From an optimization exercise on the open Yosys and OpenROAD flow, aimed at small area, a short achievable clock period and few clock cycles per item; shortcuts taken in it are not production practice. Only simulation tests tie the RTL to the original design; equivalence was not proved.

$ cat design/flow/config.mk
export PLATFORM = sky130hd
export DESIGN_NAME = skim_pixel
export DESIGN_NICKNAME = skim_pixel
export VERILOG_FILES = /design/flow/design.v
export SDC_FILE = /design/flow/constraint.sdc
export NUM_CORES = 4
export LEC_CHECK = 0
export CAP_MARGIN = 20
export CORE_MARGIN = 2
export CORE_UTILIZATION = 40
export SLEW_MARGIN = 20
$ cat design/flow/constraint.sdc
create_clock -name core_clock -period 60.0 [get_ports {clk}]
set_input_delay 12.0000 -clock core_clock [delete_from_list [all_inputs] [get_ports {clk}]]
set_output_delay 12.0000 -clock core_clock [all_outputs]
set_load 0.01 [all_outputs]
$ cat design/flow/design.v
module skim_pixel (
    input  wire        clk,
    input  wire        rst,           
    input  wire        in_valid,
    output wire        in_ready,
    input  wire [13:0] in_code,       
    input  wire        in_ovr,        
    input  wire [15:0] in_tapm_ofs,   
    input  wire [15:0] in_tapm_gain,  
    input  wire [15:0] in_dark,       
    input  wire [15:0] in_gain,       
    input  wire        in_dead,       
    input  wire        in_bypass,     
    input  wire        in_last,       
    output reg         out_valid,
    input  wire        out_ready,
    output reg  [15:0] out_pix,
    output reg         out_sat,       
    output reg         out_dead,      
    output reg         out_nsat,      
    output reg         out_last
);
    wire signed [17:0] tm_diff = $signed({2'b00, in_code, 2'b00}) - $signed({2'b00, in_tapm_ofs});
    wire signed [34:0] tm_prod = tm_diff * $signed({1'b0, in_tapm_gain});
    wire signed [34:0] tm_rnd  = (tm_prod + 35'sd8192) >>> 14;
    wire               tm_lo   = tm_rnd < 0;
    wire               tm_hi   = tm_rnd > 35'sd65535;
    wire        [15:0] tm_m    = tm_lo ? 16'd0 : tm_hi ? 16'hFFFF : tm_rnd[15:0];
    reg        s1_valid;
    reg [15:0] s1_m;
    reg        s1_sat;
    reg [15:0] s1_dark;
    reg [15:0] s1_gain;
    reg        s1_dead;
    reg        s1_bypass;
    reg        s1_last;
    wire s2_ready;
    wire s2_load;
    wire s1_load = !s1_valid || s2_load;
    assign in_ready = s1_load;
    always @(posedge clk) begin
        if (rst) begin
            s1_valid <= 1'b0;
        end else if (s1_load) begin
            s1_valid  <= in_valid;
            s1_m      <= tm_m;
            s1_sat    <= in_ovr | tm_lo | tm_hi;
            s1_dark   <= in_dark;
            s1_gain   <= in_gain;
            s1_dead   <= in_dead;
            s1_bypass <= in_bypass;
            s1_last   <= in_last;
        end
    end
    wire signed [16:0] sk_diff = $signed({1'b0, s1_m}) - $signed({1'b0, s1_dark});
    wire signed [33:0] sk_prod = sk_diff * $signed({1'b0, s1_gain});
    wire signed [33:0] sk_rnd  = (sk_prod + 34'sd8192) >>> 14;
    wire               sk_lo   = sk_rnd < 0;
    wire               sk_hi   = sk_rnd > 34'sd65535;
    wire        [15:0] sk_v    = sk_lo ? 16'd0 : sk_hi ? 16'hFFFF : sk_rnd[15:0];
    reg        s2_valid;
    reg [15:0] s2_v;
    reg        s2_sat;
    reg        s2_dead;
    reg        s2_last;
    assign s2_load = !s2_valid || s2_ready;
    always @(posedge clk) begin
        if (rst) begin
            s2_valid <= 1'b0;
        end else if (s2_load) begin
            s2_valid <= s1_valid;
            if (s1_bypass) begin
                s2_v    <= s1_m;
                s2_sat  <= s1_sat;
                s2_dead <= 1'b0;
            end else begin
                s2_v    <= sk_v;
                s2_sat  <= s1_sat | sk_hi;
                s2_dead <= s1_dead || (s1_gain == 16'd0);
            end
            s2_last <= s1_last;
        end
    end
    localparam ST_ACC  = 2'd0;   
    localparam ST_RUN  = 2'd1;   
    localparam ST_GOOD = 2'd2;   
    reg  [1:0]  st;
    reg         have_l;           
    reg  [15:0] l_v;
    reg         l_sat;
    reg  [4:0]  run_n;            
    reg  [4:0]  run_i;            
    reg         have_r;           
    reg  [15:0] r_v;
    reg         r_sat;
    reg         r_last;
    wire o_load = !out_valid || out_ready;
    assign s2_ready = (st == ST_ACC) && (s2_dead || run_n != 5'd0 || o_load);
    wire [5:0]  run_d   = {1'b0, run_n} + 6'd1;
    wire [5:0]  w_r    = {1'b0, run_i};
    wire [5:0]  w_l    = run_d - w_r;
    wire [22:0] mix    = l_v * w_l + r_v * w_r;
    wire [23:0] num    = {mix, 1'b0} + {18'd0, run_d};
    wire [6:0]  den    = {run_d, 1'b0};
    wire [23:0] quo    = num / den;
    reg  [15:0] rep_v;
    reg         rep_nsat;
    always @(*) begin
        if (have_l && have_r) begin
            rep_v    = quo[15:0];
            rep_nsat = l_sat | r_sat;
        end else if (have_l) begin
            rep_v    = l_v;
            rep_nsat = l_sat;
        end else if (have_r) begin
            rep_v    = r_v;
            rep_nsat = r_sat;
        end else begin
            rep_v    = 16'd0;
            rep_nsat = 1'b0;
        end
    end
    always @(posedge clk) begin
        if (rst) begin
            st        <= ST_ACC;
            have_l    <= 1'b0;
            run_n     <= 5'd0;
            run_i     <= 5'd1;
            out_valid <= 1'b0;
        end else begin
            if (o_load)
                out_valid <= 1'b0;
            case (st)
            ST_ACC: begin
                if (s2_valid && s2_ready) begin
                    if (s2_dead) begin
                        run_n <= run_n + 5'd1;
                        if (s2_last) begin
                            have_r <= 1'b0;
                            run_i  <= 5'd1;
                            st     <= ST_RUN;
                        end
                    end else if (run_n != 5'd0) begin
                        have_r <= 1'b1;
                        r_v    <= s2_v;
                        r_sat  <= s2_sat;
                        r_last <= s2_last;
                        run_i  <= 5'd1;
                        st     <= ST_RUN;
                    end else begin
                        out_valid <= 1'b1;
                        out_pix   <= s2_v;
                        out_sat   <= s2_sat;
                        out_dead  <= 1'b0;
                        out_nsat  <= 1'b0;
                        out_last  <= s2_last;
                        have_l    <= !s2_last;
                        l_v       <= s2_v;
                        l_sat     <= s2_sat;
                    end
                end
            end
            ST_RUN: begin
                if (o_load) begin
                    out_valid <= 1'b1;
                    out_pix   <= rep_v;
                    out_sat   <= 1'b0;
                    out_dead  <= 1'b1;
                    out_nsat  <= rep_nsat;
                    out_last  <= !have_r && (run_i == run_n);
                    run_i     <= run_i + 5'd1;
                    if (run_i == run_n) begin
                        if (have_r) begin
                            st <= ST_GOOD;
                        end else begin
                            st     <= ST_ACC;
                            run_n  <= 5'd0;
                            have_l <= 1'b0;
                        end
                    end
                end
            end
            default: begin  
                if (o_load) begin
                    out_valid <= 1'b1;
                    out_pix   <= r_v;
                    out_sat   <= r_sat;
                    out_dead  <= 1'b0;
                    out_nsat  <= 1'b0;
                    out_last  <= r_last;
                    have_l    <= !r_last;
                    l_v       <= r_v;
                    l_sat     <= r_sat;
                    run_n     <= 5'd0;
                    st        <= ST_ACC;
                end
            end
            endcase
        end
    end
endmodule
$ cat design/flow/run.sh
#!/bin/bash
# synth_recipe.tcl (not shown) runs the flow's synth.tcl, then flattens the netlist and writes it again
# the make line also repeats each setting of config.mk as NAME=value (left out here)
make -C /OpenROAD-flow-scripts/flow DESIGN_CONFIG=/design/flow/config.mk WORK_HOME=/design/flow/orfs CLKGATE_MAP_FILE= SYNTH_SCRIPT=/design/flow/synth_recipe.tcl finish
==> out/qor.yml <==
layout:
  instances_no_fill: 6377
  post-route-cell-area_mm2: 0.0468
  final_cell_mix: "inv_1, fa_1, nand2_1"
  area_delta_synth_final_pct: 9.18
  layout-drive-gt1-share_pct: 6.60
  nNetsFinal: 6154
  final_common_cell: "inv_1"
yosys:
  syn_inst: 4911
  synth_top_cell_by_area: "fa_1"
  yosysTopAreaCellShare_pct: 32.6
  synth_edf_count: 127
  synth-seq-cells: 143
  ys_async_sr_fraction_pct: 0
  ys.flop_type: "edfxtp_1"
  seq_area_frac_synth_pct: 9.65
  synth_area_mm2: 0.0428
  yosys_warnings: 1
  syn_avg_cell_area_um2: 8.72
  synth_cell_types: 122
  synth_area_leaders: "fa_1, ha_1, edfxtp_1, inv_1, nand2_1"
  syn_nets: 6105
sta:
  finalHoldViolCount: 0
  maxSlewHeadroom_pct: 29.8
  worst_pin_slew_ns: 1.05
  skew_ns: 0.00974
  period_minus_slack_ns: 55.71
  post-route-period-util_pct: 92.8
  drv_slew: 0
  setup_viol: 0
  fmax_ghz: 0.0180
place:
  placed_area_mm2: 0.0456
  dpl.hpwl_um: 89200
  gp_congestion: 0.886
  placed_cells: 6318
  numPortBuffers: 107
clock_network:
  ctsLongestPathBuffers: 2
  cts_made_buffers: 17
  cts_tree: "done"
  h-tree-depth: 4
  clkTransAtPathRegs_ns: 0.06
  clock_latency_ns: 0.45
  clock_sinks: 143
  clock-root-buffer: "clkbuf_16"
  cts_hold_buf: 0
grt:
  grt_max_degree: 53
  grt_pass1_wl_um: 182000
  grt_usage_pct: 20.5
  grt_busiest_layer: "met2"
  grt_remaining_overflow: 0
  antenna_found_initial: 4
  use_met1_pct: 27.8
  grt_pass1_vias: 34844
  use_met3_pct: 2.04
  grt_use_met2_pct: 36.0
detailed_routing:
  drc: 0
  wire_per_inst_um: 17.0
  drt_iter0_markers: 1829
  via_per_inst: 5.28
  ant_nets: 0
  drt_pre_antenna_iters: 6
  vias: 33660
  drt-total-wl_um: 109000
flow_run:
  cap_viol_max_count: 0
die:
  initial_core_util_pct: 40.2
  core_area_mm2: 0.107
  io-pin-count: 108
  rows: 120
  dieArea_mm2: 0.110
  dieWidth_um: 331
  die_y_um: 331
setup_path:
  required_ns: 60.20
  cp_common_cell: "o21a_1"
  critPathKind: "register to register"
  crit_slowest_cell: "or4_4"
  slowest_delay_ns: 0.64
  cp-start-kind: "register"
  critical_path_arrival_ns: 55.91
  path_max_fanout: 16
  end_kind: "register"
run_status:
  status: "no timing/DRC/antenna violations"
hold_path:
  hp-class: "register to register"
[flip-flops by register name, indices dropped and copies added, names as in the netlist, 2 cells and up]
register / flops
s1_gain: 16
s1_m: 16
r_v: 16
run_n: 5
s2_v: 16
st: 2
out_pix: 16
s1_dark: 16
run_i: 5
l_v: 16
[critical path: cells and delay by family, from the launching register on]
| family | cells | cell delay (ns) |
|---|---|---|
| AO/OA/AOI/OAI | 127 | 23.74 |
| flip-flops | 1 | 0.41 |
| XOR/XNOR | 2 | 0.38 |
| AND/OR/NAND/NOR | 84 | 17.24 |
| adder cells (fa/ha/maj) | 30 | 9.85 |
| multiplexers | 7 | 1.67 |
| buffers and inverters | 17 | 2.05 |
[routing by layer]
metal | up-vias | share of wire (%)
met4 | 4 | 1.4
li1 | 16140 | -
met2 | 693 | 49
met1 | 16711 | 45
met5 | - | 0.031
met3 | 112 | 4.1
[layout make-up]
cell class                      count  area [um2]
Fill cell                       10668       59800
Multi-Input combinational cell   3744       35200
Sequential cell                   143        4140
Inverter                          848        3180
Timing Repair Buffer              206        1840
Tap cell                         1403        1760
Clock buffer                       17         425
Clock inverter                     15         205
Antenna cell                        1        2.50
[cells in the mapped netlist, types with 23 or more instances]
master and instances:
a211oi_1 23, a21o_1 32, a21oi_1 157, and2_1 320, and3_1 25, clkbuf_1 155, edfxtp_1 127, fa_1 697
ha_1 411, inv_1 846, mux2_2 34, nand2_1 610, nand2b_1 39, nand3_1 40, nand4_1 26, nor2_1 233
nor2b_1 49, nor3_1 158, nor4_1 26, o21a_1 141, o21ai_0 93, o21bai_1 26, o31ai_1 70, or3_1 23
xnor2_1 104, xor2_1 48
[per-stage QoR]
| stage | hold WS (ns) | util [%] | setup TNS [ns] | worst slack (ns) |
|---|---|---|---|---|
| 5_1_grt | 0.446 | 43.9 | -0.160 | -0.160 |
| 6_report | 0.439 | 43.9 | 0 | 4.29 |
| 3_3_place_gp | 0.446 | 42.8 | 0 | 1.90 |
| 3_5_place_dp | 0.433 | 42.8 | 0 | 0.329 |
| 2_1_floorplan | 0.400 | - | 0 | 3.36 |
| 4_1_cts | 0.448 | 43.4 | 0 | 0.0730 |
[cells by family after synthesis]
logic type | after synthesis | share of synthesized area (%)
buf+inv | 1024 | 9.05
flops | 143 | 9.65
simple gates | 1646 | 19.1
mux | 57 | 1.51
compound gates | 777 | 12.9
fa+ha+maj | 1112 | 44.7
xor+xnor | 152 | 3.11
[repair_timing]
action | in CTS | in global routing
setup endpoints to repair | 0 | 3
buffers inserted | 0 | 24
resized for setup | 0 | 73
endpoints found under the hold margin | 0 | 0
[worst paths after layout]
check	start	to	slack, ns	cells past startpoint
worst max register to register	run_n[1]	out_pix[0]	4.29	267
worst min-delay path	s1_last	s2_last	0.44	0
worst min register to register	s1_last	s2_last	0.44	0
worst max-delay path	run_n[1]	out_pix[0]	4.29	267
Testbench counts, summed over its fixed seeds: cycles 32,129, items 30,720.

==> separate check: timing with driven ports <==
In the flow no input, the clock included, has a driving cell. The finished layout below was timed again as built, in two steps.
Step 1, drivers: a clkbuf_16 drives clk and a buf_2 each remaining input, both assumed.
Step 2 also shifts input and output timing later by t, the mid clock arrival at the registers, as if the neighbouring blocks saw the same clock.
Three values: ideal ports, drivers, drivers and shift; two values: the first two.
shift t [ns]: 0.487
setup WS [ns]: 4.290 / 4.290 / 4.290
cell pins on the clock port's net: 1
After both steps setup and hold are still met in this run. For this run, drivers alone change the setup slack by 0.000 ns; drivers and shift together by 0.000 ns.
